Optimization exercise on an open flow, not production practice. RTL: at most simulated, not proved equivalent. Function not checked: runs 1, 2 and 4. Power: default activity.

==> flow/design.v <==
module fp8dot (
    input  wire        clk,
    input  wire        rst,           
    input  wire        in_valid,
    output wire        in_ready,
    input  wire        in_first,      
    input  wire        in_last,       
    input  wire [3:0]  in_mask,       
    input  wire        in_fmt_a,      
    input  wire        in_fmt_b,
    input  wire [31:0] in_a,          
    input  wire [31:0] in_b,
    input  wire [2:0]  in_out_fmt,    
    input  wire [10:0] in_scale,      
    output reg         out_valid,
    output reg  [31:0] out_data,      
    output reg         out_sat,       
    output wire [95:0] out_value,     
    output wire [2:0]  out_flags      
);
    reg  s1_first, s1_last;      
    reg  s2_first, s2_last;      
    reg  acc_done;               
    reg  xfer_d;                 
    reg  rdy;                    
    wire xfer = acc_done & ~xfer_d;
    assign in_ready = rdy;
    wire beat = in_valid & rdy & ~rst;
    wire s1_last_n  = beat & in_last;
    wire acc_done_n = ~rst & (s2_last | (acc_done & ~xfer));
    wire xfer_d_n   = ~rst & xfer;
    wire xfer_n     = acc_done_n & ~xfer_d_n;
    wire acc_done_nn = s1_last | (acc_done_n & ~xfer_n);
    wire xfer_nn    = acc_done_nn & ~xfer_n;
    always @(posedge clk) begin
        acc_done <= acc_done_n;
        xfer_d   <= xfer_d_n;
        rdy      <= rst | ~(xfer_nn & s1_last_n);
        out_valid <= ~rst & xfer_d;
    end
    wire [3:0] l_nan, l_inf, l_sgn;
    wire [3:0] l_siga [0:3];
    wire [3:0] l_sigb [0:3];
    wire [5:0] l_exp  [0:3];
    genvar i;
    generate
        for (i = 0; i < 4; i = i + 1) begin : g_lane
            wire       sa, sb, za, zb, ia, ib, na, nb;
            wire [4:0] ea, eb;
            fp8dot_decode u_da (.fmt(in_fmt_a), .x(in_a[8*i +: 8]), .sign(sa), .sig(l_siga[i]),
                                .exp(ea), .zero(za), .inf(ia), .nan(na));
            fp8dot_decode u_db (.fmt(in_fmt_b), .x(in_b[8*i +: 8]), .sign(sb), .sig(l_sigb[i]),
                                .exp(eb), .zero(zb), .inf(ib), .nan(nb));
            assign l_exp[i]  = {1'b0, ea} + {1'b0, eb};
            assign l_nan[i]  = na | nb | (ia & zb) | (za & ib);
            assign l_inf[i]  = ia | ib;
            assign l_sgn[i]  = (sa ^ sb) & ~za & ~zb;
        end
    endgenerate
    wire [3:0] on     = in_mask & {4{beat}};
    wire       b_nan  = |(on & l_nan);
    wire       b_pinf = |(on & l_inf & ~l_nan & ~l_sgn);
    wire       b_ninf = |(on & l_inf & ~l_nan &  l_sgn);
    wire       b_flag = b_nan | b_pinf | b_ninf;
    reg        red_flag;
    wire       flagged = b_flag | (red_flag & ~in_first);
    always @(posedge clk)
        if (beat) red_flag <= flagged;
    wire [3:0] use_l = on & {4{~flagged}};
    reg [3:0]  s1_sa [0:3];
    reg [3:0]  s1_sb [0:3];
    reg [5:0]  s1_e  [0:3];
    reg [3:0]  s1_s;
    reg [2:0]  s1_flg;           
    reg [2:0]  s1_ofmt;
    reg [10:0] s1_scale;
    integer k;
    always @(posedge clk) begin
        for (k = 0; k < 4; k = k + 1) begin
            s1_sa[k] <= use_l[k] ? l_siga[k] : 4'd0;
            s1_sb[k] <= l_sigb[k];
            s1_e[k]  <= l_exp[k];
        end
        s1_s     <= use_l & l_sgn;
        s1_flg   <= {b_ninf, b_pinf, b_nan};
        s1_first <= beat & in_first;
        s1_last  <= s1_last_n;
        s1_ofmt  <= in_out_fmt;
        s1_scale <= in_scale;
    end
    reg [14:0] s2_c [0:3];
    reg [2:0]  s2_h [0:3];
    reg [3:0]  s2_s;
    reg [2:0]  s2_flg;
    reg [2:0]  s2_ofmt;
    reg [10:0] s2_scale;
    generate
        for (i = 0; i < 4; i = i + 1) begin : g_mul
            wire [7:0]  p = s1_sa[i] * s1_sb[i];
            wire [2:0]  l = s1_e[i][2:0];
            wire [14:0] c = ({7'd0, p} << l) ^ {15{s1_s[i]}};
            always @(posedge clk) begin
                s2_c[i] <= c;
                s2_h[i] <= s1_e[i][5:3];
            end
        end
    endgenerate
    always @(posedge clk) begin
        s2_s     <= s1_s;
        s2_flg   <= s1_flg;
        s2_first <= s1_first & ~rst;
        s2_last  <= s1_last & ~rst;
        s2_ofmt  <= s1_ofmt;
        s2_scale <= s1_scale;
    end
    reg  [88:0] acc;
    reg  [2:0]  acc_flg;
    reg  [2:0]  h_ofmt;
    reg  [10:0] h_scale;
    wire [88:0] term [0:3];
    generate
        for (i = 0; i < 4; i = i + 1) begin : g_term
            wire [7:0]  oh = 8'd1 << s2_h[i];
            wire        s  = s2_s[i];
            wire [14:0] c  = s2_c[i];
            genvar j;
            for (j = 0; j < 89; j = j + 1) begin : g_bit
                localparam integer G = j >> 3;
                localparam integer R = j & 7;
                wire lo = (G <= 7) ? oh[G & 7] : 1'b0;
                wire hi = (G >= 1 && G <= 8 && R != 7) ? oh[(G - 1) & 7] : 1'b0;
                assign term[i][j] = (lo & c[R]) | (hi & c[(8 + R) % 15]) | (s & ~lo & ~hi);
            end
        end
    endgenerate
    wire        clr   = s2_first | (|s2_flg);
    wire [88:0] base  = clr ? 89'd0 : acc;
    wire [88:0] sa_ = term[0] ^ term[1] ^ term[2];
    wire [88:0] ca_ = {(term[0][87:0] & term[1][87:0]) | (term[0][87:0] & term[2][87:0]) |
                       (term[1][87:0] & term[2][87:0]), s2_s[0]};
    wire [88:0] sb_ = sa_ ^ ca_ ^ term[3];
    wire [88:0] cb_ = {(sa_[87:0] & ca_[87:0]) | (sa_[87:0] & term[3][87:0]) |
                       (ca_[87:0] & term[3][87:0]), s2_s[1]};
    wire [88:0] sc_ = sb_ ^ cb_ ^ base;
    wire [88:0] cc_ = {(sb_[87:0] & cb_[87:0]) | (sb_[87:0] & base[87:0]) |
                       (cb_[87:0] & base[87:0]), s2_s[2]};
    wire [88:0] acc_next;
    fp8dot_add #(.N(89)) u_add (.a(sc_), .b(cc_), .cin(s2_s[3]), .s(acc_next));
    always @(posedge clk) begin
        acc     <= acc_next;
        acc_flg <= (s2_first ? 3'd0 : acc_flg) | s2_flg;
        if (s2_last) begin
            h_ofmt  <= s2_ofmt;
            h_scale <= s2_scale;
        end
    end
    wire        v_neg = acc[88];
    wire [87:0] lsd   = acc[88:1] ^ acc[87:0];
    wire [6:0]  w_msb;
    wire        w_any;
    fp8dot_msb u_msb (.x({40'd0, lsd}), .pos(w_msb), .any(w_any));
    wire [6:0]  v_tz;
    wire        v_any;
    fp8dot_lsb u_lsb (.x({39'd0, acc}), .pos(v_tz), .any(v_any));
    reg  [4:0]  mb;
    reg  signed [11:0] emin32;
    always @(*) begin
        case (h_ofmt)
            3'd1:    begin mb = 5'd7;  emin32 = -12'sd94; end
            3'd2:    begin mb = 5'd10; emin32 =  12'sd18; end
            3'd3:    begin mb = 5'd3;  emin32 =  12'sd26; end
            3'd4:    begin mb = 5'd2;  emin32 =  12'sd18; end
            default: begin mb = 5'd23; emin32 = -12'sd94; end
        endcase
    end
    wire signed [11:0] thr    = emin32 - {h_scale[10], h_scale};
    wire signed [11:0] tq     = thr - $signed({7'd0, mb});        
    wire signed [11:0] msbw   = w_any ? $signed({5'd0, w_msb}) : -12'sd1;
    wire signed [11:0] diff   = msbw - thr;
    wire               normal = ~diff[11];
    wire signed [11:0] qv_n   = msbw + 12'sd24 - $signed({7'd0, mb});
    wire signed [11:0] qv_s   = tq + 12'sd24;
    wire        [6:0]  qs_s   = (qv_s > 12'sd127) ? 7'd127 : qv_s[6:0];
    wire        [6:0]  qs     = normal ? qv_n[6:0] : qs_s;
    wire signed [11:0] tzs    = $signed({5'd0, v_tz});
    wire signed [11:0] dn     = msbw - tzs;                       
    wire               ge_n   = (dn <= $signed({7'd0, mb}));
    wire               eq_n   = (dn == $signed({7'd0, mb}) + 12'sd1);
    wire               ge_s   = (tzs >= tq);
    wire               eq_s   = (tzs + 12'sd1 == tq);
    wire               r_ge   = normal ? ge_n : ge_s;
    wire               r_eq1  = normal ? eq_n : eq_s;
    wire        [8:0]  ebf    = ~normal ? 9'd0 : (diff > 12'sd511) ? 9'd511 : diff[8:0];
    reg  [6:0]  r0_qs;
    reg         r0_ge, r0_eq1, r0_neg, r0_zero;
    reg  [8:0]  r0_ebf;
    reg  [2:0]  r0_fmt;
    always @(posedge clk) begin
        r0_qs   <= qs;
        r0_ge   <= r_ge;
        r0_eq1  <= r_eq1;
        r0_neg  <= v_neg;
        r0_zero <= ~v_any;
        r0_ebf  <= ebf;
        r0_fmt  <= h_ofmt;
    end
    reg  [88:0] ov;
    reg  [2:0]  oflg;
    always @(posedge clk)
        if (xfer) begin
            ov   <= acc;
            oflg <= acc_flg;
        end
    assign out_value = {{7{ov[88]}}, ov};
    assign out_flags = oflg;
    wire [24:0] shv;
    fp8dot_shr u_shr (.x({ov, 25'd0}), .sh(r0_qs), .y(shv));
    wire [24:0] mw   = shv ^ {25{r0_neg}};               
    wire [23:0] mant = mw[24:1];
    wire        lt   = ~r0_ge & ~r0_eq1;                 
    wire        grd  = lt ? mw[0] : r0_eq1;
    wire        inc  = (r0_neg & r0_ge) | (grd & (lt | mant[0]));
    wire [24:0] mr   = {1'b0, mant} + {24'd0, inc};
    reg  [1:0]  top2;
    always @(*) begin
        case (r0_fmt)
            3'd1:    top2 = {1'b0, mant[7]}  + {1'b0, inc & (&mant[6:0])};
            3'd2:    top2 = {1'b0, mant[10]} + {1'b0, inc & (&mant[9:0])};
            3'd3:    top2 = {1'b0, mant[3]}  + {1'b0, inc & (&mant[2:0])};
            3'd4:    top2 = {1'b0, mant[2]}  + {1'b0, inc & (&mant[1:0])};
            default: top2 = {1'b0, mant[23]} + {1'b0, inc & (&mant[22:0])};
        endcase
    end
    wire [9:0] ef = {1'b0, r0_ebf} + {8'd0, top2};
    reg        ovf;
    reg [30:0] body, maxb, infb, nanb;
    reg        is8;
    always @(*) begin
        case (r0_fmt)
            3'd1: begin
                ovf  = (ef >= 10'd255);
                body = {16'd0, ef[7:0], mr[6:0]};
                maxb = 31'h7F7F; infb = 31'h7F80; nanb = 31'h7FC0; is8 = 1'b0;
            end
            3'd2: begin
                ovf  = (ef >= 10'd31);
                body = {16'd0, ef[4:0], mr[9:0]};
                maxb = 31'h7BFF; infb = 31'h7C00; nanb = 31'h7E00; is8 = 1'b0;
            end
            3'd3: begin
                ovf  = (ef > 10'd15) | ((ef == 10'd15) & (mr[2:0] == 3'd7));
                body = {24'd0, ef[3:0], mr[2:0]};
                maxb = 31'h7E; infb = 31'h7E; nanb = 31'h7F; is8 = 1'b1;
            end
            3'd4: begin
                ovf  = (ef >= 10'd31);
                body = {24'd0, ef[4:0], mr[1:0]};
                maxb = 31'h7B; infb = 31'h7C; nanb = 31'h7E; is8 = 1'b1;
            end
            default: begin
                ovf  = (ef >= 10'd255);
                body = {ef[7:0], mr[22:0]};
                maxb = 31'h7F7FFFFF; infb = 31'h7F800000; nanb = 31'h7FC00000; is8 = 1'b0;
            end
        endcase
    end
    wire f_nan = oflg[0] | (oflg[1] & oflg[2]);
    wire f_inf = oflg[1] | oflg[2];
    reg [30:0] rb;
    reg        rs, rsat;
    always @(*) begin
        rsat = 1'b0;
        rs   = r0_neg;
        if (f_nan) begin
            rb = nanb; rs = 1'b0;
        end else if (f_inf) begin
            rb = infb; rs = oflg[2]; rsat = (r0_fmt == 3'd3);
        end else if (r0_zero) begin
            rb = 31'd0; rs = 1'b0;
        end else if (ovf) begin
            rb = is8 ? maxb : infb; rsat = is8;
        end else begin
            rb = body;
        end
    end
    reg [31:0] rd;
    always @(*) begin
        case (r0_fmt)
            3'd1, 3'd2: rd = {16'd0, rs, rb[14:0]};
            3'd3, 3'd4: rd = {24'd0, rs, rb[6:0]};
            default:    rd = {rs, rb};
        endcase
    end
    always @(posedge clk) begin
        out_data  <= rd;
        out_sat   <= rsat;
    end
endmodule
module fp8dot_decode (
    input  wire       fmt,    
    input  wire [7:0] x,
    output wire       sign,
    output wire [3:0] sig,
    output wire [4:0] exp,
    output wire       zero,
    output wire       inf,
    output wire       nan
);
    wire [3:0] e4 = x[6:3];
    wire [2:0] m4 = x[2:0];
    wire [4:0] e5 = x[6:2];
    wire [1:0] m5 = x[1:0];
    assign sign = x[7];
    assign sig  = fmt ? {1'b0, e5 != 5'd0, m5} : {e4 != 4'd0, m4};
    assign exp  = fmt ? ((e5 == 5'd0) ? 5'd0 : e5 - 5'd1)
                      : ((e4 == 4'd0) ? 5'd7 : {1'b0, e4} + 5'd6);
    assign zero = (x[6:0] == 7'd0);
    assign inf  = fmt & (e5 == 5'd31) & (m5 == 2'd0);
    assign nan  = fmt ? ((e5 == 5'd31) & (m5 != 2'd0)) : (x[6:0] == 7'h7F);
endmodule
module fp8dot_add #(parameter integer N = 89) (
    input  wire [N-1:0] a,
    input  wire [N-1:0] b,
    input  wire         cin,
    output wire [N-1:0] s
);
    localparam integer M  = N + 1;           
    localparam integer LV = $clog2(M);
    wire [M*(LV+1)-1:0] g, p;
    assign g[M-1:0] = {a & b, cin};
    assign p[M-1:0] = {a ^ b, 1'b0};
    genvar l, n;
    generate
        for (l = 0; l < LV; l = l + 1) begin : lv
            for (n = 0; n < M; n = n + 1) begin : bt
                if (((n >> l) & 1) == 1) begin : cmb
                    localparam integer J = ((n >> l) << l) - 1;
                    assign g[(l+1)*M + n] = g[l*M + n] | (p[l*M + n] & g[l*M + J]);
                    assign p[(l+1)*M + n] = p[l*M + n] & p[l*M + J];
                end else begin : pas
                    assign g[(l+1)*M + n] = g[l*M + n];
                    assign p[(l+1)*M + n] = p[l*M + n];
                end
            end
        end
    endgenerate
    assign s = p[M-1:1] ^ g[LV*M + M-2 : LV*M];
endmodule
module fp8dot_shr (
    input  wire [113:0] x,
    input  wire [6:0]   sh,
    output wire [24:0]  y
);
    wire sx = x[113];
    wire [87:0] a6;    
    wire [55:0] a5;
    wire [39:0] a4;
    wire [31:0] a3;
    wire [27:0] a2;
    wire [25:0] a1;
    genvar n;
    generate
        for (n = 0; n < 88; n = n + 1) begin : s6
            if (n + 64 < 114) begin : in_r
                assign a6[n] = sh[6] ? x[n + 64] : x[n];
            end else begin : fill
                assign a6[n] = sh[6] ? sx : x[n];
            end
        end
        for (n = 0; n < 56; n = n + 1) begin : s5
            assign a5[n] = sh[5] ? a6[n + 32] : a6[n];
        end
        for (n = 0; n < 40; n = n + 1) begin : s4
            assign a4[n] = sh[4] ? a5[n + 16] : a5[n];
        end
        for (n = 0; n < 32; n = n + 1) begin : s3
            assign a3[n] = sh[3] ? a4[n + 8] : a4[n];
        end
        for (n = 0; n < 28; n = n + 1) begin : s2
            assign a2[n] = sh[2] ? a3[n + 4] : a3[n];
        end
        for (n = 0; n < 26; n = n + 1) begin : s1
            assign a1[n] = sh[1] ? a2[n + 2] : a2[n];
        end
        for (n = 0; n < 25; n = n + 1) begin : s0
            assign y[n] = sh[0] ? a1[n + 1] : a1[n];
        end
    endgenerate
endmodule
module fp8dot_msb (
    input  wire [127:0] x,
    output wire [6:0]   pos,
    output wire         any
);
    wire [127:0] a0 = x;
    wire [63:0]  a1;  wire [63:0]  p1;
    wire [31:0]  a2;  wire [63:0]  p2;
    wire [15:0]  a3;  wire [47:0]  p3;
    wire [7:0]   a4;  wire [31:0]  p4;
    wire [3:0]   a5;  wire [19:0]  p5;
    wire [1:0]   a6;  wire [11:0]  p6;
    genvar n;
    generate
        for (n = 0; n < 64; n = n + 1) begin : l1
            assign a1[n] = a0[2*n+1] | a0[2*n];
            assign p1[n] = a0[2*n+1];
        end
        for (n = 0; n < 32; n = n + 1) begin : l2
            assign a2[n] = a1[2*n+1] | a1[2*n];
            assign p2[2*n +: 2] = a1[2*n+1] ? {1'b1, p1[2*n+1]} : {1'b0, p1[2*n]};
        end
        for (n = 0; n < 16; n = n + 1) begin : l3
            assign a3[n] = a2[2*n+1] | a2[2*n];
            assign p3[3*n +: 3] = a2[2*n+1] ? {1'b1, p2[2*(2*n+1) +: 2]} : {1'b0, p2[2*(2*n) +: 2]};
        end
        for (n = 0; n < 8; n = n + 1) begin : l4
            assign a4[n] = a3[2*n+1] | a3[2*n];
            assign p4[4*n +: 4] = a3[2*n+1] ? {1'b1, p3[3*(2*n+1) +: 3]} : {1'b0, p3[3*(2*n) +: 3]};
        end
        for (n = 0; n < 4; n = n + 1) begin : l5
            assign a5[n] = a4[2*n+1] | a4[2*n];
            assign p5[5*n +: 5] = a4[2*n+1] ? {1'b1, p4[4*(2*n+1) +: 4]} : {1'b0, p4[4*(2*n) +: 4]};
        end
        for (n = 0; n < 2; n = n + 1) begin : l6
            assign a6[n] = a5[2*n+1] | a5[2*n];
            assign p6[6*n +: 6] = a5[2*n+1] ? {1'b1, p5[5*(2*n+1) +: 5]} : {1'b0, p5[5*(2*n) +: 5]};
        end
    endgenerate
    assign any = a6[1] | a6[0];
    assign pos = a6[1] ? {1'b1, p6[11:6]} : {1'b0, p6[5:0]};
endmodule
module fp8dot_lsb (
    input  wire [127:0] x,
    output wire [6:0]   pos,
    output wire         any
);
    wire [127:0] a0 = x;
    wire [63:0]  a1;  wire [63:0]  p1;
    wire [31:0]  a2;  wire [63:0]  p2;
    wire [15:0]  a3;  wire [47:0]  p3;
    wire [7:0]   a4;  wire [31:0]  p4;
    wire [3:0]   a5;  wire [19:0]  p5;
    wire [1:0]   a6;  wire [11:0]  p6;
    genvar n;
    generate
        for (n = 0; n < 64; n = n + 1) begin : l1
            assign a1[n] = a0[2*n+1] | a0[2*n];
            assign p1[n] = ~a0[2*n];
        end
        for (n = 0; n < 32; n = n + 1) begin : l2
            assign a2[n] = a1[2*n+1] | a1[2*n];
            assign p2[2*n +: 2] = a1[2*n] ? {1'b0, p1[2*n]} : {1'b1, p1[2*n+1]};
        end
        for (n = 0; n < 16; n = n + 1) begin : l3
            assign a3[n] = a2[2*n+1] | a2[2*n];
            assign p3[3*n +: 3] = a2[2*n] ? {1'b0, p2[2*(2*n) +: 2]} : {1'b1, p2[2*(2*n+1) +: 2]};
        end
        for (n = 0; n < 8; n = n + 1) begin : l4
            assign a4[n] = a3[2*n+1] | a3[2*n];
            assign p4[4*n +: 4] = a3[2*n] ? {1'b0, p3[3*(2*n) +: 3]} : {1'b1, p3[3*(2*n+1) +: 3]};
        end
        for (n = 0; n < 4; n = n + 1) begin : l5
            assign a5[n] = a4[2*n+1] | a4[2*n];
            assign p5[5*n +: 5] = a4[2*n] ? {1'b0, p4[4*(2*n) +: 4]} : {1'b1, p4[4*(2*n+1) +: 4]};
        end
        for (n = 0; n < 2; n = n + 1) begin : l6
            assign a6[n] = a5[2*n+1] | a5[2*n];
            assign p6[6*n +: 6] = a5[2*n] ? {1'b0, p5[5*(2*n) +: 5]} : {1'b1, p5[5*(2*n+1) +: 5]};
        end
    endgenerate
    assign any = a6[1] | a6[0];
    assign pos = a6[0] ? {1'b0, p6[5:0]} : {1'b1, p6[11:6]};
endmodule
==> flow/flow/run.sh <==
#!/bin/bash
# The standard layout, with ORFS's timing repair aimed below the clock
# period (extra setup margin); the clock and constraints are unchanged.
set -e
echo "export SETUP_SLACK_MARGIN = 16" >> config.mk
bash standard.sh > standard.log 2>&1
==> flow/standard.sh <==
#!/bin/bash
# synth_recipe.tcl (not shown) runs the flow's synth.tcl, then flattens the netlist and writes it again
# the make line also repeats each setting of config.mk as NAME=value (left out here)
make -C /OpenROAD-flow-scripts/flow DESIGN_CONFIG=/design/flow/config.mk WORK_HOME=/design/flow/orfs CLKGATE_MAP_FILE= SYNTH_SCRIPT=/design/flow/synth_recipe.tcl "${@:-finish}"
==> flow/config.mk <==
export PLATFORM = sky130hd
export DESIGN_NAME = fp8dot
export DESIGN_NICKNAME = fp8dot
export VERILOG_FILES = /design/flow/design.v
export SDC_FILE = /design/flow/constraint.sdc
export NUM_CORES = 4
export LEC_CHECK = 0
export CAP_MARGIN = 35
export CORE_MARGIN = 2
export CORE_UTILIZATION = 40
export SLEW_MARGIN = 35
export SETUP_SLACK_MARGIN = 16
==> flow/constraint.sdc <==
create_clock -name core_clock -period 22.0 [get_ports {clk}]
set_input_delay 4.4000 -clock core_clock [delete_from_list [all_inputs] [get_ports {clk}]]
set_output_delay 4.4000 -clock core_clock [all_outputs]
set_load 0.01 [all_outputs]
==> flow_metrics.tcl, run 1 <==
set metrics [dict create \
    status "complete, no violations" \
    synth-async-reset-ratio 0 \
    ctsHoldBuffers 0 \
    chipHeight_um 324.0 \
    slew_headroom 0.3616 \
    period_needed_ps 7624 \
    grt_pass1_vias 35752 \
    num_vias 37221 \
    syn_area_per_cell_um2 8.780 \
    yosys_warnings 11 \
    slowest_stage "or4_4" \
    synthFlopType "dfxtp_1" \
    tightest_slew_ps 931.0 \
    grt_pass1_wl_um 221000 \
    crit_type "reg -> reg" \
    cts_tree "done" \
    ys_seq_area_frac 0.2378 \
    hold_path.class "reg -> reg" \
    max_cap_violations 0 \
    fillCellCount 9627 \
    fin_ws_ps 14380 \
    synthCells 4664 \
    grt_overflow 0 \
    synth_area_leaders "dfxtp_1, fa_1, ha_1, edfxtp_1, o21ai_0" \
    ys_types 97 \
    die_w_um 324.0 \
    drive_gt1_frac 0.1967 \
    wl_per_cell_um 23.13 \
    drc 0 \
    globalplace.congestion 1.077 \
    core_area_um2 101600 \
    startpoint_type "flop" \
    finClkSkew_ps 38.85 \
    nets 5728 \
    htreeDepth 2 \
    grt_max_degree 79 \
    grt_usage 0.2800 \
    clockBufferDepth 3 \
    synth_seq_cells 433 \
    start_util 0.4031 \
    cp_max_fo 20 \
    period_share 0.3465 \
    port_buffers 222 \
    first_iter_violations 3356 \
    floorplan.die_area_um2 104900 \
    final_area_um2 50810 \
    peakVddDrop_v 0.0001644 \
    antenna_found_initial 5 \
    critPathCaptureType "flop" \
    slew_violations 0 \
    drtPass1Iterations 7 \
    cp.required_ps 22570 \
    clock.fmax_mhz 131.2 \
    critPathMaxStageDelay_ps 520 \
    worst_ep_arrival_time_ps 8190 \
    yosysTopAreaCell "dfxtp_1" \
    clockRootBuffer "clkbuf_16" \
    grt_setup_unrepaired "yes" \
    syn_nets 5323 \
    dp_hpwl_um 113900 \
    num_io_pins 223 \
    finalHoldViolCount 0 \
    wirelength_um 149900 \
    area_growth_pct 24.09 \
    cellLeakagePower_nw 22.29 \
    finalSetupViolCount 0 \
    std_cell_rows 117 \
    clk_pin_slew_ps 70 \
    drtAntennaViolNets 0 \
    syn_area_um2 40950 \
    placed_area_um2 44830 \
    r2r_slack_ps 14380 \
    p_per_area_nw_per_um2 161.0 \
    pre_cts_slack_ps 12630 \
    synth_top_area_frac 0.1594 \
    cts_buffers 49 \
    cts_sinks 433 \
    routed_via_density 5.745 \
    clock_latency_ps 650 \
    synth_edf_count 107 \
    fin_setup_tns_ps 0 \
]
==> kinds of logic after synthesis <==
kind of cell	share of synthesized area
compound gates	0.1962
xor+xnor	0.06557
fa+ha+maj	0.2243
buf+inv	0.06496
flops	0.2378
mux	0.06346
simple gates	0.1476
==> cell usage after synthesis (34+ instances only) <==
| master | instances |
|---|---|
| ha_1 | 307 |
| dfxtp_1 | 326 |
| nand2_1 | 372 |
| edfxtp_1 | 107 |
| mux2i_1 | 107 |
| inv_1 | 492 |
| nand4_1 | 34 |
| a211oi_1 | 44 |
| xnor2_1 | 174 |
| a22oi_1 | 50 |
| a21o_1 | 70 |
| clkbuf_1 | 122 |
| xor2_1 | 130 |
| nor2_1 | 262 |
| nor4_1 | 44 |
| mux2_2 | 65 |
| and3_1 | 44 |
| and2_1 | 122 |
| nor3_1 | 89 |
| a21boi_0 | 34 |
| nand2b_1 | 66 |
| nor2b_1 | 51 |
| fa_1 | 263 |
| nand3_1 | 69 |
| a221oi_1 | 36 |
| o21ai_0 | 376 |
| o22ai_1 | 42 |
| a21oi_1 | 228 |
==> critical path, delay by kind of cell (launching register included) <==
family,cells,cell delay (ps)
AND/OR/NAND/NOR,7,1770
AO/OA/AOI/OAI,10,2150
flip-flops,1,440
adder cells (fa/ha/maj),3,820
buffers and inverters,3,530
multiplexers,5,1840
==> layout make-up <==
type	instances	area (um^2)	area share
multi-input combinational	3558	30450	0.5992
sequential	433	9777	0.1924
timing repair buffer	528	5213	0.1026
inverter	498	1907	0.03753
tap	1368	1712	0.03369
clock buffer	65	1441	0.02837
clock inverter	27	309.0	0.006082
timing repair inverter	1	5.005	0.00009850
antenna	1	2.502	0.00004925
==> metrics by stage <==
step                  util  power, mW  hold slack [ps]  cells
CTS                 0.4871      7.840            286.0   6431
finish              0.5001      8.181            290.5   6479
global placement    0.4409      6.645            310.2   6115
floorplan                -      5.374            309.6   4664
global route        0.5001      8.885            297.9   6478
detailed placement  0.4412      6.705            312.1   6116
==> metal layers <==
layer | wire length (um) | global-route usage | vias to the layer above | share of wire
met4 | 10900 | 0.1721 | 0 | 0.073
met5 | 0 | 0 | - | 0
met1 | 60290 | 0.3453 | 17744 | 0.40
met2 | 68000 | 0.4581 | 1690 | 0.45
met3 | 10660 | 0.04539 | 483 | 0.071
li1 | - | - | 17304 | -
==> state kept, by name, indices dropped and copies added, names as in the netlist, 3 cells and up <==
| signal | flops |
|---|---|
| h_scale | 11 |
| s2_flg | 3 |
| r0_ebf | 9 |
| s1_flg | 3 |
| s2_s | 4 |
| s2_ofmt | 3 |
| r0_fmt | 3 |
| s1_sa | 16 |
| s1_scale | 11 |
| s2_scale | 11 |
| acc | 89 |
| s1_s | 4 |
| s1_e | 24 |
| oflg | 3 |
| s2_h | 12 |
| acc_flg | 3 |
| s2_c | 60 |
| ov | 89 |
| r0_qs | 7 |
| out_data | 32 |
| h_ofmt | 3 |
| s1_sb | 16 |
| s1_ofmt | 3 |
==> layout by cell type, fill, tap and decap left out, types with 28 or more instances in the layout <==
cell type,instances
o21ai_0,320
nor2b_1,43
o21ai_1,38
ha_1,277
clkbuf_16,58
a221oi_1,29
nand2_1,349
a221o_1,28
xor2_1,128
nand2b_1,56
mux2_2,64
o211ai_1,30
o21a_1,33
nor4_1,30
dlygate4sd2_1,69
and2_1,120
nor3_1,82
a31oi_1,28
clkdlybuf4s50_1,60
a21o_1,70
edfxtp_1,107
a21oi_2,34
a22oi_1,35
mux2i_1,101
inv_1,465
o22ai_1,34
nand3_1,53
a211oi_1,30
fa_1,253
mux4_2,33
o21bai_1,28
a21oi_1,190
buf_2,31
dfxtp_1,308
nor2_1,246
buf_6,114
nand4_1,34
buf_4,187
xnor2_1,174
and3_1,32
==> repair_timing <==
action / CTS / global route
pin swaps: 64 / 58
resized for setup: 712 / 238
endpoints found under the setup margin: 236 / 142
cloned: 13 / 5
hold endpoints to repair: 0 / 0
buffers inserted: 210 / 42
==> final timing paths <==
kind               startpoint           to  depth (start not counted)
setup / recovery     r0_qs[6]  out_data[9]                         28
hold / removal    s1_scale[1]  s2_scale[1]                          0
setup reg to reg     r0_qs[6]  out_data[9]                         28
hold reg to reg   s1_scale[1]  s2_scale[1]                          0
==> power by group <==
part / internal (mW) / total [mW] / switching [mW]
sequential: 1.07 / 1.35 / 0.278
combinational: 2.58 / 5.94 / 3.36
clock: 0.532 / 0.885 / 0.353
==> run 2: changes to the inputs <==
--- a/flow/design.v
+++ b/flow/design.v
@@ -22,20 +22,23 @@
     reg  s2_first, s2_last;      
     reg  acc_done;               
-    reg  xfer_d;                 
+    reg  xfer_d1, xfer_d2;       
     reg  rdy;                    
-    wire xfer = acc_done & ~xfer_d;
+    wire xfer = acc_done & ~xfer_d1 & ~xfer_d2;
     assign in_ready = rdy;
     wire beat = in_valid & rdy & ~rst;
     wire s1_last_n  = beat & in_last;
-    wire acc_done_n = ~rst & (s2_last | (acc_done & ~xfer));
-    wire xfer_d_n   = ~rst & xfer;
-    wire xfer_n     = acc_done_n & ~xfer_d_n;
-    wire acc_done_nn = s1_last | (acc_done_n & ~xfer_n);
-    wire xfer_nn    = acc_done_nn & ~xfer_n;
+    wire acc_done_1 = ~rst & (s2_last | (acc_done & ~xfer));
+    wire xd1_1      = ~rst & xfer;
+    wire xd2_1      = ~rst & xfer_d1;
+    wire xfer_1     = acc_done_1 & ~xd1_1 & ~xd2_1;
+    wire acc_done_2 = s1_last | (acc_done_1 & ~xfer_1);
+    wire xfer_2     = acc_done_2 & ~xfer_1 & ~xd1_1;
+    wire acc_done_3 = s1_last_n | (acc_done_2 & ~xfer_2);
+    wire blocked_3  = acc_done_3 & (xfer_2 | xfer_1);
     always @(posedge clk) begin
-        acc_done <= acc_done_n;
-        xfer_d   <= xfer_d_n;
-        rdy      <= rst | ~(xfer_nn & s1_last_n);
-        out_valid <= ~rst & xfer_d;
+        acc_done <= acc_done_1;
+        xfer_d1  <= xd1_1;
+        xfer_d2  <= xd2_1;
+        rdy      <= rst | ~blocked_3;
     end
     wire [3:0] l_nan, l_inf, l_sgn;
@@ -62,14 +65,9 @@
     wire       b_pinf = |(on & l_inf & ~l_nan & ~l_sgn);
     wire       b_ninf = |(on & l_inf & ~l_nan &  l_sgn);
-    wire       b_flag = b_nan | b_pinf | b_ninf;
-    reg        red_flag;
-    wire       flagged = b_flag | (red_flag & ~in_first);
-    always @(posedge clk)
-        if (beat) red_flag <= flagged;
-    wire [3:0] use_l = on & {4{~flagged}};
     reg [3:0]  s1_sa [0:3];
     reg [3:0]  s1_sb [0:3];
     reg [5:0]  s1_e  [0:3];
     reg [3:0]  s1_s;
+    reg        s1_beat;
     reg [2:0]  s1_flg;           
     reg [2:0]  s1_ofmt;
@@ -78,9 +76,10 @@
     always @(posedge clk) begin
         for (k = 0; k < 4; k = k + 1) begin
-            s1_sa[k] <= use_l[k] ? l_siga[k] : 4'd0;
+            s1_sa[k] <= on[k] ? l_siga[k] : 4'd0;
             s1_sb[k] <= l_sigb[k];
             s1_e[k]  <= l_exp[k];
         end
-        s1_s     <= use_l & l_sgn;
+        s1_s     <= on & l_sgn;
+        s1_beat  <= beat;
         s1_flg   <= {b_ninf, b_pinf, b_nan};
         s1_first <= beat & in_first;
@@ -95,9 +94,14 @@
     reg [2:0]  s2_ofmt;
     reg [10:0] s2_scale;
+    reg        red_flag;
+    wire       flagged = (|s1_flg) | (red_flag & ~s1_first);
+    always @(posedge clk)
+        if (s1_beat) red_flag <= flagged;
+    wire [3:0] s1_use = s1_s & {4{~flagged}};
     generate
         for (i = 0; i < 4; i = i + 1) begin : g_mul
-            wire [7:0]  p = s1_sa[i] * s1_sb[i];
+            wire [7:0]  p = flagged ? 8'd0 : s1_sa[i] * s1_sb[i];
             wire [2:0]  l = s1_e[i][2:0];
-            wire [14:0] c = ({7'd0, p} << l) ^ {15{s1_s[i]}};
+            wire [14:0] c = ({7'd0, p} << l) ^ {15{s1_use[i]}};
             always @(posedge clk) begin
                 s2_c[i] <= c;
@@ -107,5 +111,5 @@
     endgenerate
     always @(posedge clk) begin
-        s2_s     <= s1_s;
+        s2_s     <= s1_use;
         s2_flg   <= s1_flg;
         s2_first <= s1_first & ~rst;
@@ -217,12 +221,24 @@
     fp8dot_shr u_shr (.x({ov, 25'd0}), .sh(r0_qs), .y(shv));
     wire [24:0] mw   = shv ^ {25{r0_neg}};               
-    wire [23:0] mant = mw[24:1];
     wire        lt   = ~r0_ge & ~r0_eq1;                 
     wire        grd  = lt ? mw[0] : r0_eq1;
-    wire        inc  = (r0_neg & r0_ge) | (grd & (lt | mant[0]));
+    reg  [23:0] r1_mant;
+    reg         r1_inc, r1_neg, r1_zero;
+    reg  [8:0]  r1_ebf;
+    reg  [2:0]  r1_fmt;
+    always @(posedge clk) begin
+        r1_mant <= mw[24:1];
+        r1_inc  <= (r0_neg & r0_ge) | (grd & (lt | mw[1]));
+        r1_neg  <= r0_neg;
+        r1_zero <= r0_zero;
+        r1_ebf  <= r0_ebf;
+        r1_fmt  <= r0_fmt;
+    end
+    wire [23:0] mant = r1_mant;
+    wire        inc  = r1_inc;
     wire [24:0] mr   = {1'b0, mant} + {24'd0, inc};
     reg  [1:0]  top2;
     always @(*) begin
-        case (r0_fmt)
+        case (r1_fmt)
             3'd1:    top2 = {1'b0, mant[7]}  + {1'b0, inc & (&mant[6:0])};
             3'd2:    top2 = {1'b0, mant[10]} + {1'b0, inc & (&mant[9:0])};
@@ -232,10 +248,10 @@
         endcase
     end
-    wire [9:0] ef = {1'b0, r0_ebf} + {8'd0, top2};
+    wire [9:0] ef = {1'b0, r1_ebf} + {8'd0, top2};
     reg        ovf;
     reg [30:0] body, maxb, infb, nanb;
     reg        is8;
     always @(*) begin
-        case (r0_fmt)
+        case (r1_fmt)
             3'd1: begin
                 ovf  = (ef >= 10'd255);
@@ -271,10 +287,10 @@
     always @(*) begin
         rsat = 1'b0;
-        rs   = r0_neg;
+        rs   = r1_neg;
         if (f_nan) begin
             rb = nanb; rs = 1'b0;
         end else if (f_inf) begin
-            rb = infb; rs = oflg[2]; rsat = (r0_fmt == 3'd3);
-        end else if (r0_zero) begin
+            rb = infb; rs = oflg[2]; rsat = (r1_fmt == 3'd3);
+        end else if (r1_zero) begin
             rb = 31'd0; rs = 1'b0;
         end else if (ovf) begin
@@ -286,5 +302,5 @@
     reg [31:0] rd;
     always @(*) begin
-        case (r0_fmt)
+        case (r1_fmt)
             3'd1, 3'd2: rd = {16'd0, rs, rb[14:0]};
             3'd3, 3'd4: rd = {24'd0, rs, rb[6:0]};
@@ -295,4 +311,5 @@
         out_data  <= rd;
         out_sat   <= rsat;
+        out_valid <= ~rst & xfer_d2;
     end
 endmodule
==> run 2 against run 1 <==
Cell count down 5.2%. First-iteration DRC count decreased by 11%. Via count shrank 8.1%. Critical endpoint is now out_flags[0]. Highest routed layer is now met5.
==> flow_metrics.tcl, run 2 <==
set metrics [dict create \
    slew_headroom 0.3756 \
    num_vias 34198 \
    finalSetupViolCount 0 \
    cts_buffers 55 \
    first_iter_violations 2995 \
    critPathTopFamily "flip-flops" \
    layout_commonest_cell "inv_1" \
    clock.fmax_mhz 167.4 \
    port_buffers 222 \
    place_inst 5951 \
    whs_ps 305.6 \
    drtAntennaViolNets 0 \
    peakVddDrop_v 0.0001282 \
    synthFlopType "dfxtp_1" \
    grt_usage 0.2416 \
    floorplan.die_area_um2 103600 \
    grt_max_degree 90 \
    cts_sinks 474 \
    startpoint_type "flop" \
    ys_types 94 \
    synthCells 4566 \
    core_area_um2 100100 \
    p_per_area_nw_per_um2 157.0 \
    post-synth-top-count-cell "inv_1" \
    area_growth_pct 16.64 \
    fin_ws_ps 16030 \
    status "complete, no violations" \
    final_util 0.4710 \
    finClkSkew_ps 64.40 \
    clockBufferDepth 3 \
    synth_edf_count 107 \
    top_regs "acc x89, ov x89, s2_c x60" \
    synth_seq_cells 474 \
    num_io_pins 223 \
    clockRootBuffer "clkbuf_16" \
    syn_area_um2 40440 \
    yosysTopAreaCell "dfxtp_1" \
    grt_overflow 0 \
    critPathMaxStageDelay_ps 540 \
    cp_max_fo 2 \
    die_w_um 321.9 \
    slowest_stage "edfxtp_1" \
    max_cap_violations 0 \
    start_util 0.4038 \
    finalPower_mw 7.404 \
    nets 5457 \
    period_share 0.2715 \
    std_cell_rows 116 \
    critPathCaptureType "output pin" \
    final_area_um2 47160 \
    wl_per_cell_um 20.79 \
    globalplace.congestion 1.039 \
    final_cell_mix "inv_1, nand2_1, o21ai_0" \
    synth-async-reset-ratio 0 \
    clock_latency_ps 690 \
    netlist_top_cells_count "inv_1, nand2_1, o21ai_0" \
    syn_area_per_cell_um2 8.856 \
    tightest_slew_ps 912.9 \
    fillCellCount 9652 \
    ctsHoldBuffers 0 \
    yosys_warnings 11 \
    chipHeight_um 321.9 \
    slew_violations 0 \
    crit_buf_inv 1 \
    cp.required_ps 17600 \
    placed_area_um2 44000 \
    layoutNonFillerInstCount 6145 \
    syn_nets 5221 \
    clk_pin_slew_ps 60 \
    htreeDepth 2 \
    routed_via_density 5.565 \
    grt_pass1_wl_um 192300 \
    ys_seq_area_frac 0.2612 \
    dp_hpwl_um 103700 \
    pre_cts_slack_ps 15120 \
    antenna_found_initial 3 \
    grt_pass1_vias 32789 \
    drive_gt1_frac 0.1023 \
    finalHoldViolCount 0 \
    synth_top_area_frac 0.1817 \
    antenna_cells 0 \
    cts_tree "done" \
    synth_area_leaders "dfxtp_1, fa_1, ha_1, edfxtp_1, o21ai_0" \
    drc 0 \
    worst_ep_arrival_time_ps 1570 \
    wirelength_um 127800 \
    cellLeakagePower_nw 21.03 \
    period_needed_ps 5973 \
    fin_setup_tns_ps 0 \
    crit_path_cell_trace "dlygate4sd2_1" \
    crit_type "reg -> out" \
    drtPass1Iterations 6 \
    grt_setup_unrepaired "yes" \
    hold_path.class "reg -> reg" \
]
## run 2: where the power goes
| group | switching, mW | internal (mW) |
|---|---|---|
| logic | 2.86 | 2.06 |
| clock network | 0.405 | 0.578 |
| registers | 0.333 | 1.17 |
| total | 3.59 | 3.81 |
## run 2: worst paths after layout
path                            slack [ps]         from  cells past startpoint           end
worst min-delay path                   310  s1_scale[7]                      0   s2_scale[7]
worst max register to register       16210   s2_h[1][0]                     21       acc[87]
worst max-delay path                 16030      oflg[0]                      1  out_flags[0]
worst min register to register         310  s1_scale[7]                      0   s2_scale[7]
## run 2: cell type report
type,count,area [um^2],area share
Timing Repair Buffer,340,3058,0.06484
Clock inverter,32,436.7,0.009259
Multi-Input combinational cell,3434,28010,0.5939
Timing Repair inverter,1,5.005,0.0001061
Sequential cell,474,10590,0.2245
Tap cell,1298,1624,0.03443
Inverter,496,1884,0.03995
Clock buffer,70,1554,0.03295
## run 2: kinds of logic after synthesis
kind of cell	Yosys count	synth area share
AO/OA/AOI/OAI	1123	0.1760
XOR/XNOR	323	0.07071
adder cells (fa/ha/maj)	574	0.2259
buffers and inverters	658	0.06229
flip-flops	474	0.2612
multiplexers	203	0.06272
AND/OR/NAND/NOR	1211	0.1412
## run 2: timing repair
item,CTS,global route
setup buffers,75,15
setup endpoints to repair,190,93
resized for setup,184,134
cloned,1,1
pin swaps,4,11
## run 2: routing by layer
layer | wire (um) | part of all wire | track usage
met1 | 53800 | 0.42 | 0.3089
met2 | 58090 | 0.45 | 0.3930
met3 | 7955 | 0.062 | 0.03226
met4 | 7891 | 0.062 | 0.1361
met5 | 13 | 0.00010 | 0
==> run 3: changes to the inputs <==
--- a/flow/design.v
+++ b/flow/design.v
@@ -343,5 +343,5 @@
 );
     localparam integer M  = N + 1;           
-    localparam integer LV = $clog2(M);
+    localparam integer LV = (M > 64) ? 7 : (M > 32) ? 6 : (M > 16) ? 5 : (M > 8) ? 4 : (M > 4) ? 3 : 2;
     wire [M*(LV+1)-1:0] g, p;
     assign g[M-1:0] = {a & b, cin};
==> run 3 against run 2 <==
Register-to-register slack about the same. Sequential share of layout area unchanged. Largest power group unchanged. Non-clock buffer count unchanged. Hold slack unchanged. Synthesized cell count unchanged. Combinational power about the same. Highest routed layer unchanged. Die area unchanged. Clock-buffer cell count unchanged.
==> flow_metrics.tcl, run 3 <==
set metrics [dict create \
    cts_buffers 55 \
    grt_pass1_wl_um 192300 \
    synth_edf_count 107 \
    antenna_found_initial 3 \
    fin_setup_tns_ps 0 \
    final_cell_mix "inv_1, nand2_1, o21ai_0" \
    core_area_um2 100100 \
    startpoint_type "flop" \
    crit_path_end "out_flags[0]" \
    finalPower_mw 7.404 \
    path_depth 1 \
    cp.required_ps 17600 \
    std_cell_rows 116 \
    reg2reg_to "acc[87]" \
    critPathMaxStageDelay_ps 540 \
    synthCells 4566 \
    hold_path.class "reg -> reg" \
    drive_gt1_frac 0.1023 \
    syn_nets 5221 \
    finalSetupViolCount 0 \
    antenna_cells 0 \
    wirelength_um 127800 \
    layout_commonest_cell "inv_1" \
    yosys_warnings 11 \
    die_w_um 321.9 \
    drc 0 \
    finalHoldViolCount 0 \
    yosysTopAreaCell "dfxtp_1" \
    ys_types 94 \
    slew_headroom 0.3756 \
    crit_type "reg -> out" \
    grt_overflow 0 \
    worst_ep_arrival_time_ps 1570 \
    start_util 0.4038 \
    max_cap_violations 0 \
    top_regs "acc x89, ov x89, s2_c x60" \
    dp_hpwl_um 103700 \
    synth_seq_cells 474 \
    synth_area_leaders "dfxtp_1, fa_1, ha_1, edfxtp_1, o21ai_0" \
    clockBufferDepth 3 \
    pre_cts_slack_ps 15120 \
    tightest_slew_ps 912.9 \
    period_needed_ps 5973 \
    port_buffers 222 \
    crit_path_cell_trace "dlygate4sd2_1" \
    grt_setup_unrepaired "yes" \
    slew_violations 0 \
    floorplan.die_area_um2 103600 \
    first_iter_violations 2995 \
    num_io_pins 223 \
    cts_tree "done" \
    globalplace.congestion 1.039 \
    reg2reg_depth 21 \
    grt_usage 0.2416 \
    synth_top_area_frac 0.1817 \
    synthFlopType "dfxtp_1" \
    post-synth-top-count-cell "inv_1" \
    grt_pass1_vias 32789 \
    wl_per_cell_um 20.79 \
    final_util 0.4710 \
    clockRootBuffer "clkbuf_16" \
    critPathCaptureType "output pin" \
    r2r_slack_ps 16210 \
    whs_ps 305.6 \
    cellLeakagePower_nw 21.03 \
    slowest_stage "edfxtp_1" \
    ys_seq_area_frac 0.2612 \
    crit_start "oflg[0]" \
    num_vias 34198 \
    peakVddDrop_v 0.0001282 \
    area_growth_pct 16.64 \
    cts_sinks 474 \
    htreeDepth 2 \
    clk_pin_slew_ps 60 \
    routed_via_density 5.565 \
    crit_buf_inv 1 \
    clock.fmax_mhz 167.4 \
    regToRegStartpoint "s2_h[1][0]" \
    syn_area_um2 40440 \
    p_per_area_nw_per_um2 157.0 \
    fin_ws_ps 16030 \
    drtPass1Iterations 6 \
    nets 5457 \
    period_share 0.2715 \
    critPathTopFamily "flip-flops" \
    cp_max_fo 2 \
    netlist_top_cells_count "inv_1, nand2_1, o21ai_0" \
    chipHeight_um 321.9 \
    synth-async-reset-ratio 0 \
    fillCellCount 9652 \
    status "complete, no violations" \
    drtAntennaViolNets 0 \
    grt_max_degree 90 \
    finClkSkew_ps 64.40 \
    clock_latency_ps 690 \
    syn_area_per_cell_um2 8.856 \
]
==> run 3: cell counts after synthesis <==
Identical to the previous run, type by type.
==> run 3: worst min-delay path by stage <==
stage | slack (ps) | end | from | depth (start not counted)
2_1_floorplan | 310 | r1_ebf[0] | r0_ebf[0] | 0
3_3_place_gp | 310 | s2_ofmt[1] | s1_ofmt[1] | 0
3_5_place_dp | 310 | r1_ebf[4] | r0_ebf[4] | 0
4_1_cts | 300 | s2_scale[7] | s1_scale[7] | 0
5_1_grt | 300 | s2_scale[7] | s1_scale[7] | 0
6_report | 310 | s2_scale[7] | s1_scale[7] | 0
==> run 3: cell families (layout without fill, tap and decap cells) <==
group | Yosys count | after routing | share of synthesized area
mux | 203 | 203 | 0.06272
buf+inv | 658 | 939 | 0.06229
compound gates | 1123 | 1123 | 0.1760
xor+xnor | 323 | 323 | 0.07071
flops | 474 | 474 | 0.2612
fa+ha+maj | 574 | 574 | 0.2259
simple gates | 1211 | 1211 | 0.1412
==> run 3: power breakdown <==
| part | internal (mW) | switching [mW] | total, mW | leakage (nW) |
|---|---|---|---|---|
| combinational | 2.06 | 2.86 | 4.92 | 16.0 |
| sequential | 1.17 | 0.333 | 1.50 | 4.03 |
| clock | 0.578 | 0.405 | 0.983 | 0.958 |
| total | 3.81 | 3.59 | 7.40 | 21.0 |
==> run 3: repair_timing <==
item | in CTS | in global routing
gates cloned | 1 | 1
gates resized for setup | 184 | 134
hold buffers | 0 | 0
buffers inserted | 75 | 15
pin swaps | 4 | 11
endpoints found under the setup margin | 190 | 93
==> run 3: layer usage <==
metal  part of all wire  GRT usage  up-vias  wire length, um
li1                   -          -    16377                -
met1               0.42     0.3089    16144            53800
met2               0.45     0.3930     1347            58090
met3              0.062    0.03226      328             7955
met4              0.062     0.1361        2             7891
met5            0.00010          0        -               13
==> run 3: final cells by class <==
class | count | area (um^2) | area share
repair inverters | 1 | 5.005 | 0.0001061
clock inverters | 32 | 436.7 | 0.009259
inverters | 496 | 1884 | 0.03995
flip-flops and latches | 474 | 10590 | 0.2245
clock buffers | 70 | 1554 | 0.03295
well taps | 1298 | 1624 | 0.03443
multi-input cells | 3434 | 28010 | 0.5939
repair buffers | 340 | 3058 | 0.06484
==> run 3: through the flow <==
step	cells	instance area (um^2)
after floorplan	4566	40640
after global routing	6145	47160
final	6145	47160
after CTS	6129	46620
after global placement	5951	43990
after detailed placement	5951	44000
Testbench counts of run 3, summed over its fixed seeds: cycles 61,386.
==> run 4: changes to the inputs <==
--- a/flow/design.v
+++ b/flow/design.v
@@ -164,7 +164,4 @@
     wire        w_any;
     fp8dot_msb u_msb (.x({40'd0, lsd}), .pos(w_msb), .any(w_any));
-    wire [6:0]  v_tz;
-    wire        v_any;
-    fp8dot_lsb u_lsb (.x({39'd0, acc}), .pos(v_tz), .any(v_any));
     reg  [4:0]  mb;
     reg  signed [11:0] emin32;
@@ -187,23 +184,13 @@
     wire        [6:0]  qs_s   = (qv_s > 12'sd127) ? 7'd127 : qv_s[6:0];
     wire        [6:0]  qs     = normal ? qv_n[6:0] : qs_s;
-    wire signed [11:0] tzs    = $signed({5'd0, v_tz});
-    wire signed [11:0] dn     = msbw - tzs;                       
-    wire               ge_n   = (dn <= $signed({7'd0, mb}));
-    wire               eq_n   = (dn == $signed({7'd0, mb}) + 12'sd1);
-    wire               ge_s   = (tzs >= tq);
-    wire               eq_s   = (tzs + 12'sd1 == tq);
-    wire               r_ge   = normal ? ge_n : ge_s;
-    wire               r_eq1  = normal ? eq_n : eq_s;
     wire        [8:0]  ebf    = ~normal ? 9'd0 : (diff > 12'sd511) ? 9'd511 : diff[8:0];
     reg  [6:0]  r0_qs;
-    reg         r0_ge, r0_eq1, r0_neg, r0_zero;
+    reg         r0_neg, r0_zero;
     reg  [8:0]  r0_ebf;
     reg  [2:0]  r0_fmt;
     always @(posedge clk) begin
         r0_qs   <= qs;
-        r0_ge   <= r_ge;
-        r0_eq1  <= r_eq1;
         r0_neg  <= v_neg;
-        r0_zero <= ~v_any;
+        r0_zero <= ~w_any & ~v_neg;
         r0_ebf  <= ebf;
         r0_fmt  <= h_ofmt;
@@ -219,8 +206,10 @@
     assign out_flags = oflg;
     wire [24:0] shv;
-    fp8dot_shr u_shr (.x({ov, 25'd0}), .sh(r0_qs), .y(shv));
+    wire        stk;
+    fp8dot_shr u_shr (.x({ov, 25'd0}), .sh(r0_qs), .y(shv), .sticky(stk));
     wire [24:0] mw   = shv ^ {25{r0_neg}};               
-    wire        lt   = ~r0_ge & ~r0_eq1;                 
-    wire        grd  = lt ? mw[0] : r0_eq1;
+    wire        r_ge = ~stk & ~shv[0];                   
+    wire        lt   = stk;
+    wire        grd  = lt ? mw[0] : shv[0];
     reg  [23:0] r1_mant;
     reg         r1_inc, r1_neg, r1_zero;
@@ -229,5 +218,5 @@
     always @(posedge clk) begin
         r1_mant <= mw[24:1];
-        r1_inc  <= (r0_neg & r0_ge) | (grd & (lt | mw[1]));
+        r1_inc  <= (r0_neg & r_ge) | (grd & (lt | mw[1]));
         r1_neg  <= r0_neg;
         r1_zero <= r0_zero;
@@ -343,5 +332,5 @@
 );
     localparam integer M  = N + 1;           
-    localparam integer LV = (M > 64) ? 7 : (M > 32) ? 6 : (M > 16) ? 5 : (M > 8) ? 4 : (M > 4) ? 3 : 2;
+    localparam integer LV = $clog2(M);
     wire [M*(LV+1)-1:0] g, p;
     assign g[M-1:0] = {a & b, cin};
@@ -367,5 +356,6 @@
     input  wire [113:0] x,
     input  wire [6:0]   sh,
-    output wire [24:0]  y
+    output wire [24:0]  y,
+    output wire         sticky    
 );
     wire sx = x[113];
@@ -404,4 +394,7 @@
         end
     endgenerate
+    assign sticky = (sh[6] & (|x[63:0])) | (sh[5] & (|a6[31:0])) | (sh[4] & (|a5[15:0])) |
+                    (sh[3] & (|a4[7:0]))  | (sh[2] & (|a3[3:0]))  | (sh[1] & (|a2[1:0])) |
+                    (sh[0] & a1[0]);
 endmodule
 module fp8dot_msb (
@@ -447,44 +440,2 @@
     assign pos = a6[1] ? {1'b1, p6[11:6]} : {1'b0, p6[5:0]};
 endmodule
-module fp8dot_lsb (
-    input  wire [127:0] x,
-    output wire [6:0]   pos,
-    output wire         any
-);
-    wire [127:0] a0 = x;
-    wire [63:0]  a1;  wire [63:0]  p1;
-    wire [31:0]  a2;  wire [63:0]  p2;
-    wire [15:0]  a3;  wire [47:0]  p3;
-    wire [7:0]   a4;  wire [31:0]  p4;
-    wire [3:0]   a5;  wire [19:0]  p5;
-    wire [1:0]   a6;  wire [11:0]  p6;
-    genvar n;
-    generate
-        for (n = 0; n < 64; n = n + 1) begin : l1
-            assign a1[n] = a0[2*n+1] | a0[2*n];
-            assign p1[n] = ~a0[2*n];
-        end
-        for (n = 0; n < 32; n = n + 1) begin : l2
-            assign a2[n] = a1[2*n+1] | a1[2*n];
-            assign p2[2*n +: 2] = a1[2*n] ? {1'b0, p1[2*n]} : {1'b1, p1[2*n+1]};
-        end
-        for (n = 0; n < 16; n = n + 1) begin : l3
-            assign a3[n] = a2[2*n+1] | a2[2*n];
-            assign p3[3*n +: 3] = a2[2*n] ? {1'b0, p2[2*(2*n) +: 2]} : {1'b1, p2[2*(2*n+1) +: 2]};
-        end
-        for (n = 0; n < 8; n = n + 1) begin : l4
-            assign a4[n] = a3[2*n+1] | a3[2*n];
-            assign p4[4*n +: 4] = a3[2*n] ? {1'b0, p3[3*(2*n) +: 3]} : {1'b1, p3[3*(2*n+1) +: 3]};
-        end
-        for (n = 0; n < 4; n = n + 1) begin : l5
-            assign a5[n] = a4[2*n+1] | a4[2*n];
-            assign p5[5*n +: 5] = a4[2*n] ? {1'b0, p4[4*(2*n) +: 4]} : {1'b1, p4[4*(2*n+1) +: 4]};
-        end
-        for (n = 0; n < 2; n = n + 1) begin : l6
-            assign a6[n] = a5[2*n+1] | a5[2*n];
-            assign p6[6*n +: 6] = a5[2*n] ? {1'b0, p5[5*(2*n) +: 5]} : {1'b1, p5[5*(2*n+1) +: 5]};
-        end
-    endgenerate
-    assign any = a6[1] | a6[0];
-    assign pos = a6[0] ? {1'b0, p6[5:0]} : {1'b1, p6[11:6]};
-endmodule
==> flow/flow/run.sh (replaced) <==
#!/bin/bash
# The standard layout, with ORFS's timing repair aimed below the clock
# period (extra setup margin) and plain buffers on the ports; the clock and
# constraints are unchanged.
set -e
cat >> config.mk <<'EOS'
export SETUP_SLACK_MARGIN = 16.5
export BUFFER_PORTS_ARGS = -buffer_cell sky130_fd_sc_hd__buf_2
EOS
bash standard.sh > standard.log 2>&1
--- a/flow/config.mk
+++ b/flow/config.mk
@@ -8,5 +8,7 @@
 export CAP_MARGIN = 35
 export CORE_MARGIN = 2
-export CORE_UTILIZATION = 40
+export CORE_UTILIZATION = 55
+export PLACE_DENSITY = 0.7
 export SLEW_MARGIN = 35
-export SETUP_SLACK_MARGIN = 16
+export SETUP_SLACK_MARGIN = 16.5
+export BUFFER_PORTS_ARGS = -buffer_cell sky130_fd_sc_hd__buf_2
==> run 4 against run 3 <==
Non-clock buffer count up 179. Area after synthesis down 4.7%. Die area down 30%. Combinational power up 5.9%. Sequential share of layout area up 0.20 points. Still clean on timing, DRC and antenna. Largest cell class unchanged. Utilization up 20 points. Clock power down 11%. Design area down 0.88%.
==> flow_metrics.tcl, run 4 <==
set metrics [dict create \
    critPathTopFamily "flip-flops" \
    max_cap_violations 0 \
    wl_per_cell_um 22.45 \
    area_growth_pct 21.38 \
    r2r_slack_ps 16440 \
    grt_setup_unrepaired "yes" \
    crit_type "reg -> out" \
    ctsHoldBuffers 0 \
    synthSimpleGateAreaFrac 0.1476 \
    crit_path_cell_trace "buf_6" \
    std_cell_rows 97 \
    hold_path.class "reg -> reg" \
    period_share 0.2667 \
    regToRegStartpoint "s2_h[1][0]" \
    finalSetupViolCount 0 \
    antenna_found_initial 1 \
    top_regs "acc x89, ov x89, s2_c x60" \
    syn_nets 4901 \
    dp_hpwl_um 92970 \
    reg2reg_depth 21 \
    synth_edf_count 107 \
    synth_top_area_frac 0.1897 \
    period_needed_ps 5867 \
    startpoint_type "flop" \
    whs_ps 324.0 \
    hold_end "r1_fmt[1]" \
    synth.area.mux_share 0.05896 \
    cts_sinks 472 \
    synth-async-reset-ratio 0 \
    fin_ws_ps 16130 \
    clockRootBuffer "clkbuf_16" \
    slew_headroom 0.3582 \
    chipHeight_um 268.6 \
    cp_max_fo 2 \
    final_util 0.6710 \
    reg2reg_to "acc[77]" \
    netlist_top_cells_count "nand2_1, o21ai_0, dfxtp_1" \
    layout_commonest_cell "nand2_1" \
    multi_input_area_um2 27600 \
    synth_top_family_by_area "adder cells" \
    clk_pin_slew_ps 60 \
    htreeDepth 2 \
    min_from "r0_fmt[1]" \
    cts_buffers 50 \
    drtAntennaViolNets 0 \
    cellLeakagePower_nw 20.69 \
    tightest_slew_ps 952.7 \
    synth_seq_cells 472 \
    grt_max_degree 82 \
    slowest_stage "edfxtp_1" \
    synthFlopType "dfxtp_1" \
    syn_area_per_cell_um2 8.951 \
    synth_compound_area_frac 0.1860 \
    grt_pass1_wl_um 187900 \
    worst_ep_arrival_time_ps 1470 \
    status "complete, no violations" \
    synthCells 4303 \
    synth-xor-area-share 0.06124 \
    drive_gt1_frac 0.2244 \
    floorplan.die_area_um2 72160 \
    pre_cts_slack_ps 15310 \
    clockBufferDepth 3 \
    clock_latency_ps 640 \
    nets 5303 \
    slew_violations 0 \
    yosysTopAreaCell "dfxtp_1" \
    hold_path_depth 0 \
    final_cell_mix "nand2_1, o21ai_0, dfxtp_1" \
    synth_area_leaders "dfxtp_1, fa_1, edfxtp_1, ha_1, o21ai_0" \
    crit_buf_inv 1 \
    first_iter_violations 4013 \
    critPathCaptureType "output pin" \
    routed_via_density 6.108 \
    yosys_warnings 11 \
    critPathMaxStageDelay_ps 620 \
    port_buffers 222 \
    post-synth-top-count-cell "nand2_1" \
    core_area_um2 69660 \
    num_vias 34738 \
    ys_seq_area_frac 0.2731 \
    num_io_pins 223 \
    finClkSkew_ps 36.60 \
    syn_area_um2 38510 \
    drc 0 \
    grt_pass1_vias 32535 \
    die_w_um 268.6 \
    globalplace.congestion 1.130 \
    regArea_um2 10590 \
    start_util 0.5529 \
    clock.fmax_mhz 170.4 \
    wirelength_um 127600 \
    peakVddDrop_v 0.0001544 \
    fin_setup_tns_ps 0 \
    drtPass1Iterations 9 \
    ys_types 100 \
    synth_adder_area_share 0.2185 \
    cp.required_ps 17600 \
    grt_overflow 0 \
    cts_tree "done" \
    p_per_area_nw_per_um2 163.0 \
    grt_usage 0.3404 \
    finalHoldViolCount 0 \
    fillCellCount 5602 \
]
==> run 4: changes by cell type in the layout (fill, tap and decap cells not counted), sizes merged, moves of 13 or more <==
cell / before / now
buf: 119 / 514
inv: 489 / 360
dlygate4sd2: 120 / 0
clkdlybuf4s50: 81 / 0
ha: 303 / 247
xor2: 114 / 66
nand2: 420 / 396
and3: 32 / 54
nor2: 267 / 246
nand4: 35 / 16
o221ai: 25 / 6
a21oi: 223 / 206
nand3: 100 / 85
nand2b: 39 / 52
==> run 4: cells by family (layout without fill, tap and decap cells) <==
family                   after synthesis  after routing
XOR/XNOR                             265            265
adder cells (fa/ha/maj)              517            517
AND/OR/NAND/NOR                     1184           1184
other                                  0              2
AO/OA/AOI/OAI                       1130           1130
flip-flops                           472            472
buffers and inverters                544            986
multiplexers                         191            191
==> run 4: repair_timing <==
action                     in CTS  in global routing
cloned                          3                  1
pin swaps                      59                137
buffers inserted              142                118
gates resized for setup       247                322
setup endpoints to repair     225                228
==> run 4: cell type report <==
class                      instances  area share
multi-input combinational       3287      0.5904
sequential                       472      0.2266
timing repair buffer             519     0.08784
inverter                         375     0.03311
clock buffer                      61     0.02872
tap                              940     0.02516
clock inverter                    31    0.008056
antenna                            2   0.0001071
==> run 4: worst max-delay path by stage <==
| stage | depth (start not counted) | slack [ps] | from | endpoint |
|---|---|---|---|---|
| after floorplan | 14 | 15970 | in_a[28] | s1_e[3][4] |
| after global placement | 19 | 15350 | s2_h[0][2] | acc[53] |
| after detailed placement | 20 | 15310 | s2_h[0][2] | acc[77] |
| after CTS | 2 | 16200 | ov[88] | out_value[94] |
| after global routing | 1 | 16120 | ov[47] | out_value[47] |
| final | 1 | 16130 | ov[47] | out_value[47] |
==> run 4: where the power goes <==
part           total, mW  internal [mW]  switching (mW)
Sequential          1.53           1.17           0.357
Clock              0.879          0.500           0.379
Combinational       5.21           2.31            2.90
==> run 4: stage by stage <==
| step | std cells | cell area (um^2) | power (mW) |
|---|---|---|---|
| after CTS | 5565 | 44470 | 6.922 |
| after floorplan | 4303 | 38990 | 4.668 |
| after global placement | 5328 | 40710 | 5.681 |
| after global routing | 5685 | 46740 | 8.147 |
| final | 5687 | 46750 | 7.620 |
| after detailed placement | 5328 | 40720 | 5.763 |
==> run 4: per-layer routing <==
layer,vias to the layer above,track usage,wire length (um)
li1,15886,-,-
met3,549,0.07607,12670
met2,1923,0.5480,57940
met1,16378,0.4294,48660
met5,-,0,17
met4,2,0.1761,8365
==> run 5: changes to the inputs <==
--- a/flow/design.v
+++ b/flow/design.v
@@ -332,5 +332,5 @@
 );
     localparam integer M  = N + 1;           
-    localparam integer LV = $clog2(M);
+    localparam integer LV = (M > 64) ? 7 : (M > 32) ? 6 : (M > 16) ? 5 : (M > 8) ? 4 : (M > 4) ? 3 : 2;
     wire [M*(LV+1)-1:0] g, p;
     assign g[M-1:0] = {a & b, cin};
--- a/flow/flow/run.sh
+++ b/flow/flow/run.sh
@@ -5,5 +5,5 @@
 set -e
 cat >> config.mk <<'EOS'
-export SETUP_SLACK_MARGIN = 16.5
+export SETUP_SLACK_MARGIN = 16
 export BUFFER_PORTS_ARGS = -buffer_cell sky130_fd_sc_hd__buf_2
 EOS
--- a/flow/config.mk
+++ b/flow/config.mk
@@ -8,7 +8,6 @@
 export CAP_MARGIN = 35
 export CORE_MARGIN = 2
-export CORE_UTILIZATION = 55
-export PLACE_DENSITY = 0.7
+export CORE_UTILIZATION = 45
 export SLEW_MARGIN = 35
-export SETUP_SLACK_MARGIN = 16.5
+export SETUP_SLACK_MARGIN = 16
 export BUFFER_PORTS_ARGS = -buffer_cell sky130_fd_sc_hd__buf_2
==> run 5 against run 4 <==
Total power is 8.5% lower. Hold slack worse by 1.0 ps. Sequential share of layout area grew 1.8 points. Synthesized cell count did not move. Largest cell class unchanged. Area after synthesis unchanged. Cell count down 0.72%. Critical path depth grew 17. First-iteration DRC count decreased by 34%. Combinational power fell by 14%. Global-route usage shrank 6.1 points. Utilization shrank 16 points.
==> flow_metrics.tcl, run 5 <==
set metrics [dict create \
    multi_input_area_um2 26390 \
    status "complete, no violations" \
    globalplace.congestion 1.032 \
    slew_headroom 0.3967 \
    grt_use_met1 0.3543 \
    synthCells 4303 \
    tightest_slew_ps 895.5 \
    ctsHoldBuffers 0 \
    routed_via_density 5.740 \
    crit_type "reg -> reg" \
    yosysTopAreaCell "dfxtp_1" \
    yosys_warnings 11 \
    drtAntennaViolNets 0 \
    critPathCaptureType "flop" \
    p_switching_mw 3.348 \
    period_share 0.2676 \
    grt_overflow 0 \
    slew_violations 0 \
    slowest_stage "o21ai_0" \
    critPathMaxStageDelay_ps 740 \
    cts_buffers 53 \
    post-synth-top-count-cell "nand2_1" \
    top_regs "acc x89, ov x89, s2_c x60" \
    finalPower_mw 6.969 \
    synth-async-reset-ratio 0 \
    whs_ps 322.9 \
    num_io_pins 223 \
    grt-busiest-layer "met2" \
    first_iter_violations 2637 \
    finalHoldViolCount 0 \
    crit_buf_inv 2 \
    die_w_um 296.6 \
    comb_power_share 0.645 \
    regArea_um2 10540 \
    wirelength_um 123700 \
    syn_area_um2 38510 \
    crit_start "s2_h[1][0]" \
    wl_per_cell_um 21.91 \
    syn_area_per_cell_um2 8.951 \
    max_cap_violations 0 \
    p_per_area_nw_per_um2 161.4 \
    final_cell_mix "nand2_1, o21ai_0, inv_1, dfxtp_1, fa_1" \
    cp.required_ps 22560 \
    drc 0 \
    crit_path_cell_trace "buf_6 > o21ai_0 > o21ai_0 > fa_1 > fa_1 > fa_1 > inv_1 > ha_1 > a2111oi_1 > o21ai_1 > a221o_1 > a2bb2oi_1 > nor3_4 > o211a_4 > o21ai_2 > a221o_1 > a21oi_1 > xnor2_1" \
    nets 5055 \
    cellLeakagePower_nw 19.08 \
    peakVddDrop_v 0.0001310 \
    grt_usage 0.2790 \
    startpoint_type "flop" \
    internal_power_mw 3.621 \
    antenna_found_initial 0 \
    syn_nets 4901 \
    finalSetupViolCount 0 \
    core_area_um2 85010 \
    clock.fmax_mhz 169.9 \
    ys_types 100 \
    clock_latency_ps 630 \
    fillCellCount 8130 \
    grt_max_degree 71 \
    netlist_top_cells_count "nand2_1, o21ai_0, dfxtp_1" \
    chipHeight_um 296.6 \
    grtUsageMet3 0.04020 \
    start_util 0.4530 \
    dp_hpwl_um 99250 \
    power_frac_seq 0.219 \
    use_met2 0.4672 \
    grt_pass1_vias 31221 \
    synth_top_area_frac 0.1897 \
    cp_max_fo 30 \
    critPathTopFamily "compound AO/OA/AOI/OAI gates" \
]
-- run 5: cell counts after synthesis --
Identical to the previous run, type by type.
-- run 5: what timing repair did --
action / in CTS / in global routing
setup endpoints to repair: 64 / 67
gates resized for setup: 44 / 55
pin swaps: 2 / 6
cloned: 0 / 1
buffers inserted: 2 / 9
-- run 5: path summary, 6_finish.rpt --
| kind | end | cells past startpoint | slack, ps |
|---|---|---|---|
| worst max-delay path | acc[77] | 18 | 16110 |
| worst max register to register | acc[77] | 18 | 16110 |
| worst min register to register | r1_fmt[1] | 0 | 320 |
| worst min-delay path | r1_fmt[1] | 0 | 320 |
-- run 5: routing by layer --
layer	share of wire	wire, um
met5	0	0
met4	0.056	6902
met3	0.068	8439
met2	0.46	57220
met1	0.41	51130
-- run 5: layout make-up --
cell class	instances	area share
inverters	375	0.03322
clock buffers	63	0.03400
diodes	1	0.00005797
repair inverters	1	0.0001159
clock inverters	36	0.009450
well taps	1144	0.03316
flip-flops and latches	472	0.2442
repair buffers	267	0.03449
multi-input cells	3287	0.6113
-- run 5: worst register-to-register path, stage by stage (launching register included) --
cell	delay, ps
dfxtp_1	300
buf_6	180
o21ai_0	770
o21ai_0	280
fa_1	590
fa_1	440
fa_1	500
inv_1	40
ha_1	220
a2111oi_1	390
o21ai_1	120
a221o_1	390
a2bb2oi_1	190
nor3_4	340
o211a_4	290
o21ai_2	130
a221o_1	330
a21oi_1	190
xnor2_1	130
-- run 5: logic make-up (layout without fill, tap and decap cells) --
logic type	count (synthesis)	count (layout)	share of synthesized area
AND/OR/NAND/NOR	1184	1184	0.1476
multiplexers	191	191	0.05896
buffers and inverters	544	742	0.05451
adder cells (fa/ha/maj)	517	517	0.2185
AO/OA/AOI/OAI	1130	1130	0.1860
other	0	1	0
XOR/XNOR	265	265	0.06124
flip-flops	472	472	0.2731
-- run 5: power by group through the flow --
stage	logic [mW]	clock network (mW)	registers [mW]
detailed placement	4.29	0	1.53
global placement	4.26	0	1.53
CTS	4.37	0.965	1.51
finish	4.50	0.944	1.53
floorplan	3.34	0	1.33
global route	4.98	1.00	1.55
-- run 5: metrics by stage --
stage	area [um^2]	cells	utilization	setup slack, ps
floorplan	38810	4303	-	15970
global placement	40840	5534	0.4804	15350
detailed placement	40850	5534	0.4806	15310
CTS	42890	5635	0.5045	16000
global route	43160	5645	0.5077	15920
finish	43160	5646	0.5077	16110
Testbench counts of run 5, summed over its fixed seeds: cycles 61,386.
